Context: an optimization exercise on an open-source flow, tuned for small area, a short achievable clock period and few clock cycles per item. The choices shown serve that exercise and are no tape-out recipe. Function was checked by simulation only, so behaviour that the tests miss may differ from the original. No activity file was given, so power comes from the tool's default toggle rates.

## rs144_dec
module rs144_dec (
  input  wire        clk,
  input  wire        rst,
  input  wire        in_valid,
  output wire        in_ready,
  input  wire [7:0]  in_data,
  output wire        out_valid,
  input  wire        out_ready,
  output wire        out_fail,
  output wire [2:0]  out_nerr,
  output wire [31:0] out_pos,
  output wire [31:0] out_val
);
Size in the first run: roughly 480 flip-flops, roughly 24,000 um^2 of cells after synthesis.
==> flow/config.mk <==
export PLATFORM = sky130hd
export DESIGN_NAME = rs144_dec
export DESIGN_NICKNAME = rs144_dec
export VERILOG_FILES = /design/flow/design.v
export SDC_FILE = /design/flow/constraint.sdc
export NUM_CORES = 4
export LEC_CHECK = 0
export CAP_MARGIN = 20
export CORE_MARGIN = 2
export CORE_UTILIZATION = 60
export CTS_CLUSTER_DIAMETER = 100
export CTS_CLUSTER_SIZE = 30
export PLACE_DENSITY = 0.7
export SLEW_MARGIN = 20
==> flow/constraint.sdc <==
create_clock -name core_clock -period 10.0 [get_ports {clk}]
set_input_delay 2.0000 -clock core_clock [delete_from_list [all_inputs] [get_ports {clk}]]
set_output_delay 2.0000 -clock core_clock [all_outputs]
set_load 0.01 [all_outputs]
standard.sh (not shown) runs the stock make flow with config.mk's settings and CLKGATE_MAP_FILE= SYNTH_SCRIPT=/design/flow/synth_recipe.tcl, a recipe that flattens the netlist after the stock synthesis.
==> flow/flow/run.sh <==
#!/bin/bash
# Standard layout, with timing repair aimed below the design's period.
set -euo pipefail
bash standard.sh SETUP_SLACK_MARGIN=7.0 finish > flow_make.log 2>&1
Testbench counts at the start, summed over its fixed seeds: cycles 117,456, items 800.
Edit:
==> flow/run.sh (new file) <==
#!/bin/bash
# synth_recipe.tcl (not shown) runs the flow's synth.tcl, then flattens the netlist and writes it again
# the make line also repeats each setting of config.mk as NAME=value (left out here)
make -C /OpenROAD-flow-scripts/flow DESIGN_CONFIG=/design/flow/config.mk WORK_HOME=/design/flow/orfs CLKGATE_MAP_FILE= SYNTH_SCRIPT=/design/flow/synth_recipe.tcl finish
--- a/flow/config.mk
+++ b/flow/config.mk
@@ -8,7 +8,5 @@
 export CAP_MARGIN = 20
 export CORE_MARGIN = 2
-export CORE_UTILIZATION = 60
-export CTS_CLUSTER_DIAMETER = 100
-export CTS_CLUSTER_SIZE = 30
-export PLACE_DENSITY = 0.7
+export CORE_UTILIZATION = 30
+export PLACE_DENSITY = 0.45
 export SLEW_MARGIN = 20
removed: flow/flow/run.sh
removed: flow/standard.sh
Outcome:
- global-route usage is lower by 12 points
- die area is higher by 98%
- wire length is higher by 6.9%
- utilization is lower by 33 points
- design area is higher by 2.1%
- total power is higher by 24%
Edit:
==> flow/flow/run.sh (new file) <==
#!/bin/bash
# Standard layout, with timing repair aimed below the design's period.
set -euo pipefail
bash standard.sh SETUP_SLACK_MARGIN=7.0 finish > flow_make.log 2>&1
==> flow/standard.sh (new file) <==
#!/bin/bash
# synth_recipe.tcl (not shown) runs the flow's synth.tcl, then flattens the netlist and writes it again
# the make line also repeats each setting of config.mk as NAME=value (left out here)
make -C /OpenROAD-flow-scripts/flow DESIGN_CONFIG=/design/flow/config.mk WORK_HOME=/design/flow/orfs CLKGATE_MAP_FILE= SYNTH_SCRIPT=/design/flow/synth_recipe.tcl "${@:-finish}"
removed: flow/run.sh
Effect:
- routed wire length rises by a few percent
- hold slack gets worse by 0.0040 ns
- non-clock buffer count rose by 88
- via count grows slightly
- setup slack improves by 1.2 ns
- sequential share of layout area falls by 1.7 points
- area after synthesis stays the same

========
Another version of the RTL of rs144_dec (not shown whole).
Size: roughly 2500 cells after synthesis, about 460 flip-flops, about 82 I/O pins, roughly 0.023 mm^2 of cells after synthesis.
==> flow/config.mk <==
export PLATFORM = sky130hd
export DESIGN_NAME = rs144_dec
export DESIGN_NICKNAME = rs144_dec
export VERILOG_FILES = /design/flow/design.v
export SDC_FILE = /design/flow/constraint.sdc
export NUM_CORES = 4
export LEC_CHECK = 0
export CAP_MARGIN = 20
export CORE_MARGIN = 2
export CORE_UTILIZATION = 65
export CTS_CLUSTER_DIAMETER = 100
export CTS_CLUSTER_SIZE = 20
export PLACE_DENSITY = 0.75
export SLEW_MARGIN = 20
==> flow/constraint.sdc <==
create_clock -name core_clock -period 10.0 [get_ports {clk}]
set_input_delay 2.0000 -clock core_clock [delete_from_list [all_inputs] [get_ports {clk}]]
set_output_delay 2.0000 -clock core_clock [all_outputs]
set_load 0.01 [all_outputs]
==> flow/flow/run.sh <==
#!/bin/bash
# Standard layout, with timing repair aimed below the design's period.
set -euo pipefail
bash standard.sh SETUP_SLACK_MARGIN=6.9 finish > flow_make.log 2>&1
Testbench counts at the start, summed over its fixed seeds: cycles 116,685, items 800.
Edit:
==> flow/flow/run.sh (replaced) <==
#!/bin/bash
# Standard layout, with timing repair aimed below the design's period.
set -euo pipefail
bash standard.sh SETUP_SLACK_MARGIN=6.8 finish > flow_make.log 2>&1
Settings changed: CORE_UTILIZATION 65 to 60, PLACE_DENSITY 0.75 to 0.7.
The new run went through all stages and came out clean.
Worst hold slack stays flat.
Combinational power barely changes.
Non-clock buffer count goes down by 17.
Area after synthesis stays the same.
Power is about the same.
Sequential power is about the same.
Final area hardly moves.
Via count goes down slightly.
Final cell count goes up slightly.
Sequential share of layout area goes down by 0.31 points.
Setup slack gets worse by 0.10 ns.
Edit:
==> flow/flow/run.sh (replaced) <==
#!/bin/bash
# Standard layout, with timing repair aimed below the design's period.
set -euo pipefail
bash standard.sh SETUP_SLACK_MARGIN=6.9 finish > flow_make.log 2>&1
Settings changed: ABC_CLOCK_PERIOD_IN_PS set to 3000.
The changed run went through all stages and came out clean.
Worst setup slack is better by 0.10 ns.
Via count barely changes.
Area after synthesis stays the same.
Total power hardly moves.
Cell area is higher by 0.38%.
Routed wire length goes up by 0.37%.
Hold slack stays flat.
Sequential cell count is unchanged.
Final cell count is higher by 0.79%.

========
rs144_dec, a different RTL version from the one above (not shown whole).
Size: about 2400 cells after synthesis, about 460 flip-flops, about 82 I/O pins.
export LEC_CHECK = 0
export CAP_MARGIN = 20
export CORE_MARGIN = 2
export CORE_UTILIZATION = 60
export CTS_CLUSTER_DIAMETER = 100
export CTS_CLUSTER_SIZE = 20
export PLACE_DENSITY = 0.7
export SLEW_MARGIN = 20
create_clock -name core_clock -period 10.0 [get_ports {clk}]
==> flow/flow/run.sh <==
#!/bin/bash
# Standard layout, with timing repair aimed below the design's period.
set -euo pipefail
bash standard.sh SETUP_SLACK_MARGIN=7.0 finish > flow_make.log 2>&1
Testbench counts at the start, summed over its fixed seeds: cycles 116,677, items 800.
Edit:
==> flow/flow/run.sh (replaced) <==
#!/bin/bash
# Standard layout, with timing repair aimed below the design's period.
set -euo pipefail
bash standard.sh SETUP_SLACK_MARGIN=6.85 finish > flow_make.log 2>&1
The new run passed the timing, design-rule and antenna checks.
Critical path depth does not change.
Setup slack improved by 0.012 ns.
First-iteration DRC count came out higher by roughly a tenth.
Clock-buffer cell count goes up by 2.
Area after synthesis is unchanged.
Utilization went down by 1.5 points.
Die area stays the same.
Synthesized cell count stays the same.

what the ideal ports hide:
The results above use ideal ports. As a check the final layouts listed here were re-extracted and re-timed, cells and wires unchanged. Step 1: set_driving_cell puts a clkbuf_16 on clk and a buf_2 on each other input, an assumption about the parent block. Step 2 also shifts input and output timing later by t, the mid clock arrival at the registers, as if the neighbouring blocks saw the same clock. Three values: no drivers, after step 1, after step 2; two values: the first two.
| run | shift t [ns] | setup slack, ns | worst hold slack (ns) | clock arrival spread, ns | worst slew at a driven data input, ns |
|---|---|---|---|---|---|
| the first run of note 1 | 0.616 | 6.756 / 6.703 / 6.455 | 0.342 / 0.342 / 0.342 | 0.052 / 0.052 | 0.04 |
| the second run of note 1 | 0.661 | 5.598 / 5.634 / 4.973 | 0.328 / 0.328 / 0.328 | 0.024 / 0.024 | 0.04 |
| the third run of note 1 | 0.657 | 6.800 / 6.739 / 6.413 | 0.324 / 0.324 / 0.324 | 0.035 / 0.035 | 0.04 |
| the first run of note 2 | 0.615 | 6.944 / 6.889 / 6.480 | 0.340 / 0.340 / 0.340 | 0.045 / 0.045 | 0.03 |
| the second run of note 2 | 0.614 | 6.844 / 6.790 / 6.303 | 0.337 / 0.337 / 0.337 | 0.034 / 0.034 | 0.04 |
| the third run of note 2 | 0.627 | 6.945 / 6.888 / 6.361 | 0.337 / 0.337 / 0.337 | 0.025 / 0.025 | 0.03 |
| the first run of note 3 | 0.632 | 6.832 / 6.779 / 6.346 | 0.335 / 0.335 / 0.335 | 0.030 / 0.030 | 0.05 |
| the second run of note 3 | 0.629 | 6.844 / 6.793 / 6.293 | 0.334 / 0.334 / 0.334 | 0.025 / 0.025 | 0.04 |
After both steps every run listed still meets setup and hold. For the second run of note 1, which loses most, drivers alone change the setup slack by +0.036 ns; drivers and shift together by -0.625 ns.
